Context: an optimization exercise on an open-source flow, tuned for small area, a short achievable clock period and few clock cycles per item. The choices shown serve that exercise and are no tape-out recipe. The RTL was checked by simulation tests, not by an equivalence proof against the original design. No activity file was given, so power comes from the tool's default toggle rates.

**flow/config.mk**
```make
export PLATFORM = sky130hd
export DESIGN_NAME = servo_loop
export DESIGN_NICKNAME = servo_loop
export VERILOG_FILES = /design/flow/design.v
export SDC_FILE = /design/flow/constraint.sdc
export NUM_CORES = 4
export LEC_CHECK = 0
export CAP_MARGIN = 20
export CORE_MARGIN = 2
export CORE_UTILIZATION = 40
export PLACE_DENSITY = 0.6
export SLEW_MARGIN = 20
```
**flow/constraint.sdc**
```tcl
create_clock -name core_clock -period 17.0 [get_ports {clk}]
set_input_delay 3.4000 -clock core_clock [delete_from_list [all_inputs] [get_ports {clk}]]
set_output_delay 3.4000 -clock core_clock [all_outputs]
set_load 0.01 [all_outputs]
```
**flow/design.v**
```verilog
module servo_loop (
    input  wire         clk,
    input  wire         rst,
    input  wire         in_valid,
    output wire         in_ready,
    input  wire         fb_ok,        
    input  wire [31:0]  posa,         
    input  wire [31:0]  vel_fb,       
    input  wire [31:0]  qref,         
    input  wire [31:0]  vref,         
    input  wire [15:0]  tff,          
    input  wire         en,           
    input  wire [14:0]  safe_lim,     
    input  wire         pv2,          
    input  wire [3:0]   shp,
    input  wire [3:0]   shv,
    input  wire [15:0]  kp,
    input  wire [3:0]   kp_e,
    input  wire [15:0]  kv,
    input  wire [3:0]   kv_e,
    input  wire [15:0]  ki,
    input  wire [3:0]   ki_e,
    input  wire [14:0]  ilim,
    input  wire [14:0]  trq_lim,
    input  wire [1:0]   ff_mode,      
    input  wire [319:0] bq_coef,      
    output reg          out_valid,
    output reg  [15:0]  trq,
    output reg  [15:0]  tlim,
    output reg          sat,
    output reg          clamped
);
    function [15:0] sat16;
        input [39:0] v;           
        begin
            if ($signed(v) > 40'sd32767)
                sat16 = 16'h7FFF;
            else if ($signed(v) < -40'sd32768)
                sat16 = 16'h8000;
            else
                sat16 = v[15:0];
        end
    endfunction
    function is_sat16;
        input [39:0] v;
        begin
            is_sat16 = ($signed(v) > 40'sd32767) || ($signed(v) < -40'sd32768);
        end
    endfunction
    function [1:0] sgn16;         
        input [15:0] v;
        begin
            if (v == 16'd0)
                sgn16 = 2'b00;
            else if (v[15])
                sgn16 = 2'b11;
            else
                sgn16 = 2'b01;
        end
    endfunction
    localparam S_IDLE = 4'd0,
               S_PRE  = 4'd1,    
               S_KP   = 4'd2,    
               S_EV   = 4'd3,    
               S_KV   = 4'd4,    
               S_KI   = 4'd5,    
               S_SUM  = 4'd6,    
               S_BMAC = 4'd7,    
               S_BWB  = 4'd8,    
               S_OUT  = 4'd9;    
    reg  [3:0]  state;
    reg  [2:0]  tap;             
    reg  [1:0]  bq;              
    assign in_ready = (state == S_IDLE);
    reg         s_fb_ok;
    reg  [31:0] s_posa, s_vel, s_qref, s_vref;
    reg  [15:0] s_tff;
    reg         s_en;
    reg  [14:0] s_safe_lim;
    reg  [31:0] pos_last, vel_last;
    reg  [39:0] ext;             
    reg  [1:0]  miss;            
    reg  [31:0] ic;              
    reg         clamped_q;
    reg  [15:0] trq_last;
    reg  [15:0] bx1 [0:3];
    reg  [15:0] bx2 [0:3];
    reg  [15:0] by1 [0:3];
    reg  [15:0] by2 [0:3];
    reg  [15:0] ep, vfb, vff, vc, ev, tp, x;
    reg         hold, tff_only, sat_q;
    reg  [39:0] acc;
    wire [1:0]  miss_inc = (miss == 2'd3) ? 2'd3 : miss + 2'd1;
    wire [39:0] ext_inc  = ext + {{8{vel_last[31]}}, vel_last};
    wire [31:0] pos_ext  = pos_last + ext_inc[39:8];
    wire [31:0] pos_now  = s_fb_ok ? s_posa : pos_ext;
    wire [31:0] vel_now  = s_fb_ok ? s_vel  : vel_last;
    wire [31:0] perr     = s_qref - pos_now;
    wire [31:0] perr_sh  = $signed(perr) >>> shp;
    wire [31:0] vel_sh   = $signed(vel_now) >>> shv;
    wire [31:0] vref_sh  = $signed(s_vref) >>> shv;
    reg  [15:0] mul_a, mul_b;
    wire [31:0] prod = $signed(mul_a) * $signed(mul_b);
    reg  [79:0] bq_sel;
    reg  [15:0] coef;
    always @* begin
        case (bq)
            2'd0: bq_sel = bq_coef[79:0];
            2'd1: bq_sel = bq_coef[159:80];
            2'd2: bq_sel = bq_coef[239:160];
            default: bq_sel = bq_coef[319:240];
        endcase
        case (tap)
            3'd0: coef = bq_sel[15:0];      
            3'd1: coef = bq_sel[31:16];     
            3'd2: coef = bq_sel[47:32];     
            3'd3: coef = bq_sel[63:48];     
            default: coef = bq_sel[79:64];  
        endcase
    end
    always @* begin
        mul_a = 16'd0;
        mul_b = 16'd0;
        case (state)
            S_KP: begin mul_a = ep; mul_b = kp; end
            S_KV: begin mul_a = ev; mul_b = kv; end
            S_KI: begin mul_a = ev; mul_b = ki; end
            S_BMAC: begin
                mul_b = coef;
                case (tap)
                    3'd0: mul_a = x;
                    3'd1: mul_a = bx1[bq];
                    3'd2: mul_a = bx2[bq];
                    3'd3: mul_a = by1[bq];
                    default: mul_a = by2[bq];
                endcase
            end
            default: ;
        endcase
    end
    reg  [3:0]  gain_e;
    always @* begin
        case (state)
            S_KP: gain_e = kp_e;
            S_KV: gain_e = kv_e;
            default: gain_e = ki_e;
        endcase
    end
    wire [31:0] prod_sh = $signed(prod) >>> (4'd15 - gain_e);
    wire [39:0] vc_sum   = {{24{vff[15]}}, vff} + {{8{prod_sh[31]}}, prod_sh};
    wire [39:0] ev_diff  = {{24{vc[15]}}, vc} - {{24{vfb[15]}}, vfb};
    wire [32:0] ic_sum   = {ic[31], ic} + {prod_sh[31], prod_sh};
    wire [32:0] ic_lim   = {2'b00, ilim, 16'd0};
    wire [32:0] ic_clmp  = ($signed(ic_sum) > $signed(ic_lim))  ? ic_lim :
                           ($signed(ic_sum) < -$signed(ic_lim)) ? -ic_lim : ic_sum;
    wire        ic_upd   = !hold && !(clamped_q && (sgn16(ev) == sgn16(trq_last)));
    wire [15:0] ti       = ic[31:16];
    wire [15:0] tff_use  = ff_mode[1] ? s_tff : 16'd0;
    wire [39:0] x_sum    = {{24{tp[15]}}, tp} + {{24{ti[15]}}, ti} + {{24{tff_use[15]}}, tff_use};
    wire [39:0] prod40   = {{8{prod[31]}}, prod};
    wire [39:0] acc_next = (tap >= 3'd3) ? acc - prod40 : acc + prod40;
    wire [39:0] bq_sh    = $signed(acc) >>> 14;
    wire [15:0] bq_y     = sat16(bq_sh);
    wire [14:0] lim_eff  = (trq_lim < s_safe_lim) ? trq_lim : s_safe_lim;
    wire [15:0] lim_p    = {1'b0, lim_eff};
    wire [15:0] lim_n    = -lim_p;
    wire [15:0] x_fin    = tff_only ? s_tff : x;
    wire [15:0] trq_c    = ($signed(x_fin) > $signed(lim_p)) ? lim_p :
                           ($signed(x_fin) < $signed(lim_n)) ? lim_n : x_fin;
    integer i;
    always @(posedge clk) begin
        if (rst) begin
            state     <= S_IDLE;
            tap       <= 3'd0;
            bq        <= 2'd0;
            out_valid <= 1'b0;
            trq       <= 16'd0;
            tlim      <= 16'd0;
            sat       <= 1'b0;
            clamped   <= 1'b0;
            pos_last  <= 32'd0;
            vel_last  <= 32'd0;
            ext       <= 40'd0;
            miss      <= 2'd0;
            ic        <= 32'd0;
            clamped_q <= 1'b0;
            trq_last  <= 16'd0;
            for (i = 0; i < 4; i = i + 1) begin
                bx1[i] <= 16'd0;
                bx2[i] <= 16'd0;
                by1[i] <= 16'd0;
                by2[i] <= 16'd0;
            end
        end else begin
            out_valid <= 1'b0;
            case (state)
                S_IDLE: begin
                    if (in_valid) begin
                        s_fb_ok    <= fb_ok;
                        s_posa     <= posa;
                        s_vel      <= vel_fb;
                        s_qref     <= qref;
                        s_vref     <= vref;
                        s_tff      <= tff;
                        s_en       <= en;
                        s_safe_lim <= safe_lim;
                        state      <= S_PRE;
                    end
                end
                S_PRE: begin
                    if (s_fb_ok) begin
                        miss     <= 2'd0;
                        ext      <= 40'd0;
                        pos_last <= s_posa;
                        vel_last <= s_vel;
                        tff_only <= 1'b0;
                    end else begin
                        miss     <= miss_inc;
                        ext      <= ext_inc;
                        tff_only <= (miss_inc == 2'd3);
                    end
                    hold  <= !s_fb_ok;
                    ep    <= sat16({{8{perr_sh[31]}}, perr_sh});
                    vfb   <= sat16({{8{vel_sh[31]}}, vel_sh});
                    vff   <= ff_mode[0] ? sat16({{8{vref_sh[31]}}, vref_sh}) : 16'd0;
                    sat_q <= is_sat16({{8{perr_sh[31]}}, perr_sh}) ||
                             is_sat16({{8{vel_sh[31]}}, vel_sh}) ||
                             (ff_mode[0] && is_sat16({{8{vref_sh[31]}}, vref_sh}));
                    state <= S_KP;
                end
                S_KP: begin
                    vc    <= sat16(vc_sum);
                    sat_q <= sat_q | is_sat16(vc_sum);
                    state <= S_EV;
                end
                S_EV: begin
                    ev    <= sat16(ev_diff);
                    sat_q <= sat_q | is_sat16(ev_diff);
                    state <= S_KV;
                end
                S_KV: begin
                    tp    <= sat16({{8{prod_sh[31]}}, prod_sh});
                    sat_q <= sat_q | is_sat16({{8{prod_sh[31]}}, prod_sh});
                    state <= S_KI;
                end
                S_KI: begin
                    if (ic_upd)
                        ic <= ic_clmp[31:0];
                    state <= S_SUM;
                end
                S_SUM: begin
                    x     <= sat16(x_sum);
                    sat_q <= sat_q | is_sat16(x_sum);
                    acc   <= 40'd0;
                    tap   <= 3'd0;
                    bq    <= 2'd0;
                    state <= S_BMAC;
                end
                S_BMAC: begin
                    acc <= acc_next;
                    if (tap == 3'd4) begin
                        tap   <= 3'd0;
                        state <= S_BWB;
                    end else begin
                        tap <= tap + 3'd1;
                    end
                end
                S_BWB: begin
                    bx2[bq] <= bx1[bq];
                    bx1[bq] <= x;
                    by2[bq] <= by1[bq];
                    by1[bq] <= bq_y;
                    x       <= bq_y;
                    sat_q   <= sat_q | is_sat16(bq_sh);
                    acc     <= 40'd0;
                    if (!pv2 || bq == 2'd3) begin
                        state <= S_OUT;
                    end else begin
                        bq    <= bq + 2'd1;
                        state <= S_BMAC;
                    end
                end
                S_OUT: begin
                    out_valid <= 1'b1;
                    sat       <= sat_q;
                    if (s_en) begin
                        trq       <= trq_c;
                        tlim      <= lim_p;
                        clamped   <= (trq_c != x_fin);
                        clamped_q <= (trq_c != x_fin);
                        trq_last  <= trq_c;
                    end else begin
                        trq       <= 16'd0;
                        tlim      <= 16'd0;
                        clamped   <= 1'b0;
                        clamped_q <= 1'b0;
                        trq_last  <= 16'd0;
                        ic        <= 32'd0;
                        for (i = 0; i < 4; i = i + 1) begin
                            bx1[i] <= 16'd0;
                            bx2[i] <= 16'd0;
                            by1[i] <= 16'd0;
                            by2[i] <= 16'd0;
                        end
                    end
                    state <= S_IDLE;
                end
                default: state <= S_IDLE;
            endcase
        end
    end
endmodule
```
**flow/run.sh**
```bash
#!/bin/bash
# synth_recipe.tcl (not shown) runs the flow's synth.tcl, then flattens the netlist and writes it again
# the make line also repeats each setting of config.mk as NAME=value (left out here)
make -C /OpenROAD-flow-scripts/flow DESIGN_CONFIG=/design/flow/config.mk WORK_HOME=/design/flow/orfs CLKGATE_MAP_FILE= SYNTH_SCRIPT=/design/flow/synth_recipe.tcl finish
```
==> run summary <==
per-layer routing:
metal	global-route usage	vias to the layer above	share of wire
met1	0.345	28027	0.38
met5	0	-	0.00083
met2	0.478	2325	0.47
met3	0.0815	544	0.081
met4	0.199	32	0.070
li1	-	26955	-
cell type report:
cell class,count,area [sq um]
antenna,33,82.6
clock buffer,114,2320
clock inverter,46,578
fill,14892,80200
inverter,528,1980
multi-input combinational,5245,40900
sequential,755,20800
tap,2160,2700
timing repair buffer,1201,10700
sequential cells by signal (all words and copies together), names as in the netlist, 32 cells and up, named ones only:
| register | flops |
|---|---|
| ic | 32 |
| by1 | 64 |
| acc | 40 |
| vel_last | 32 |
| bx1 | 64 |
| pos_last | 32 |
| s_qref | 32 |
| s_posa | 32 |
| bx2 | 64 |
| s_vref | 32 |
| s_vel | 32 |
| ext | 40 |
| by2 | 64 |
critical path: cells and delay by family:
| family | cells | cell delay [ps] |
|---|---|---|
| AO/OA/AOI/OAI | 26 | 5880 |
| adder cells (fa/ha/maj) | 9 | 4000 |
| AND/OR/NAND/NOR | 11 | 2070 |
| buffers and inverters | 10 | 1800 |
cell usage in the layout, fill, tap and decap left out, drive strengths merged, types with 119 or more instances in the layout:
master	synthesis	final
a21o	140	140
a21oi	488	488
a22oi	119	119
and3	230	230
buf	63	585
clkdlybuf4s50	0	601
dfxtp	183	183
edfxtp	572	572
fa	287	287
ha	406	406
inv	524	527
mux2i	135	135
mux4	121	121
nand2	620	620
nor2	780	780
nor3	135	135
o21ai	315	315
xnor2	198	198
kinds of logic (layout without fill, tap and decap cells):
group           after synthesis  in the layout  synth area share
compound gates             1713           1713             0.179
xor+xnor                    298            298            0.0405
fa+ha+maj                   693            693             0.168
buf+inv                     902           1889            0.0533
flops                       755            755             0.324
mux                         336            336            0.0773
other cells                   1             34         0.0000582
simple gates               2204           2204             0.158
where the power goes:
part	leakage (uW)	internal (uW)	switching [uW]
clock	0.00139	1090	826
combinational	0.0254	1410	1780
sequential	0.00700	2120	46.8
total	0.0338	4630	2660
metrics by stage:
step	std cells	worst slack (ps)	TNS, ps
6_report	10082	379	0
5_1_grt	10067	-89.8	-1020
4_1_cts	10035	31.6	0
3_5_place_dp	9875	-1240	-36230
3_3_place_gp	9875	-1240	-36280
2_1_floorplan	6902	974	0
timing repair:
item / 4_1_cts / 5_1_grt
cloned: 0 / 1
setup endpoints to repair: 32 / 32
setup buffers: 0 / 12
gates resized for setup: 6 / 146
hold endpoints to repair: 0 / 0
pin swaps: 2 / 48
worst max path at each step:
stage                      start     end  slack [ps]  depth (start not counted)
CTS                  bq_coef[47]  ic[30]          30                         60
global placement     bq_coef[95]   ic[2]       -1240                         61
detailed placement   bq_coef[95]  ic[30]       -1240                         59
floorplan           bq_coef[163]  ic[10]         970                         60
finish               bq_coef[15]  ic[24]         380                         56
global route         bq_coef[15]  ic[13]         -90                         58
==> run summary <==
- Post-DP HPWL: 190000 um
- Most common cell in the netlist: nor2_1
- Worst path arrival time: 17170 ps
- Cell with the largest stage delay on the worst path: fa_1
- Sequential-to-total area share from yosys stat: 0.324
- Power Dens Cells: 91.1 nW/um^2
- Share of post-route cells with drive strength above 1: 0.145
- Final Setup Violations: 0
- Die Ht: 405 um
- Final Skew: 83.3 ps
- Worst skew pair latency: 730 ps
- Sum of internal, switching and leakage power: 7290 uW
- Total length of routed wires: 248000 um
- Total via count in the routed design: 57883
- Worst hold margin: 461 ps
- Transition time of the tightest slew-check pin: 1200 ps
- Row count: 147
- Top cell types by occurrence after synthesis: nor2_1 (777), nand2_1 (620), edfxtp_1 (572)
- Worst path max stage delay: 580 ps
- Post-synth top area share: 0.267
- Hold Fails Final Rpt: 0
- Final routed DRC violation total: 0
- Start point of the worst hold path: tlim[8]
- Maximum number of pins on one net before global-route repair: 116
- Number of vias per cell: 5.74
- Kind of start point of the critical path: primary input
- Worst slew slack as a fraction of its limit: 0.191
- Part of the cycle the worst path needs: 0.978
- Worst reg2reg path endpoint: ic[24]
- Worst setup EP type: flop
- Maxcap violations: 0
- Total gr overflow: 0
- Synth warn: 1
- Clock period minus final worst setup slack: 16620 ps
- Total iterations of the first detailed-routing run: 10
- Average wire length per cell after detail routing: 24.6 um
- Syn Inst Count: 6902
- Count of cells along the worst register-to-register path: 58
- Register-to-Register Setup Slack: 1990 ps
- Clock edge transition at the registers on the reported setup and hold paths: 60 ps
- Count of flip-flops with a built-in enable after synthesis: 572
- Number of antenna violations at the first check in global routing: 57
- Run status: complete, no violations
- Clock buffer depth: 3
- First-pass GRT wire length: 364000 um
- Detailed Route Iter0 Violations: 5283
- Core box area: 160000 sq um
- Hold Path Sink: tlim[8]
- Area of the die: 164000 sq um
- Routability congestion estimate: 0.955
- Die width: 405 um
- Maximum resistive drop on vdd: 0.0908 mV
- Area of placed instances: 76400 sq um
- Final design instance area without fill: 80000 sq um
- Post-route antenna net violation count: 0
- Number of clock sinks seen by CTS: 755
- Cts hold-fix bufs: 0
- Ys async rst share: 0
- Maximum achievable frequency: 60.2 MHz
- Worst path required time: 17550 ps
- Layout net count: 9095
- Top cell type by total area after synthesis: edfxtp_1
- Mapped Area: 64400 sq um
- Final core utilization: 0.500
- Setup CP Type: primary input to flop
- Reg2Reg Launch Point: bq[0]
- Tot GR Track Use: 0.297
- Starting density of the core: 0.402
- Worst Hold Path Cells: 2
- Register bit count reported by yosys: 755
- Leakage power: 0.0338 uW
- Most prevalent standard cell on the critical path: buf_4
- Synth Net Count: 8180
- Number of global-route vias before repair: 56323
- Unique masters post-synth: 109
- Largest driver fanout on the critical path: 5
- Synthesized area per cell: 9.33 sq um
- Max-slew violation count: 0
- Worst hold path class: flop to flop
- Top-level I/O count: 621
- Count of port buffers added during placement: 619
- CTS tree: done
- Cell at the root of the clock tree: clkbuf_16
- Layout Area Growth over Synthesis: 24.3%
- H-tree lvl count: 3
- Most used DFF post-synth: edfxtp_1
- Synth area leaders: edfxtp_1 (27%), fa_1 (8.9%), ha_1 (7.9%)
- Number of buffers created by CTS: 86
Testbench counts, summed over its fixed seeds: cycles 226,296, items 9,600.

port drivers added, routing unchanged:
The results above use ideal ports. As a check the final layout listed here was re-extracted and re-timed, cells and wires unchanged.
Step 1, drivers: a clkbuf_16 drives clk and a buf_2 each remaining input, both assumed.
Step 2 moves the port delays by t, midway between the first and last clock arrival at a register: inputs arrive t later, outputs are due t later. That takes back most of the time a late clock gives input paths.
Slacks: ideal / step 1 / step 2; pairs: ideal / step 1.
t (ns): 0.766
setup slack, ns: 0.379 / 0.427 / -0.339
worst hold slack (ns): 0.461 / 0.461 / 0.461
slew at the worst register clock pin (ns): 0.07 / 0.07
worst slew at a driven data input, ns: 0.39
Met with ideal ports but missed after step 2: setup timing in this run. The setup slack of this run moves by +0.048 ns with the drivers and by -0.718 ns with both steps.
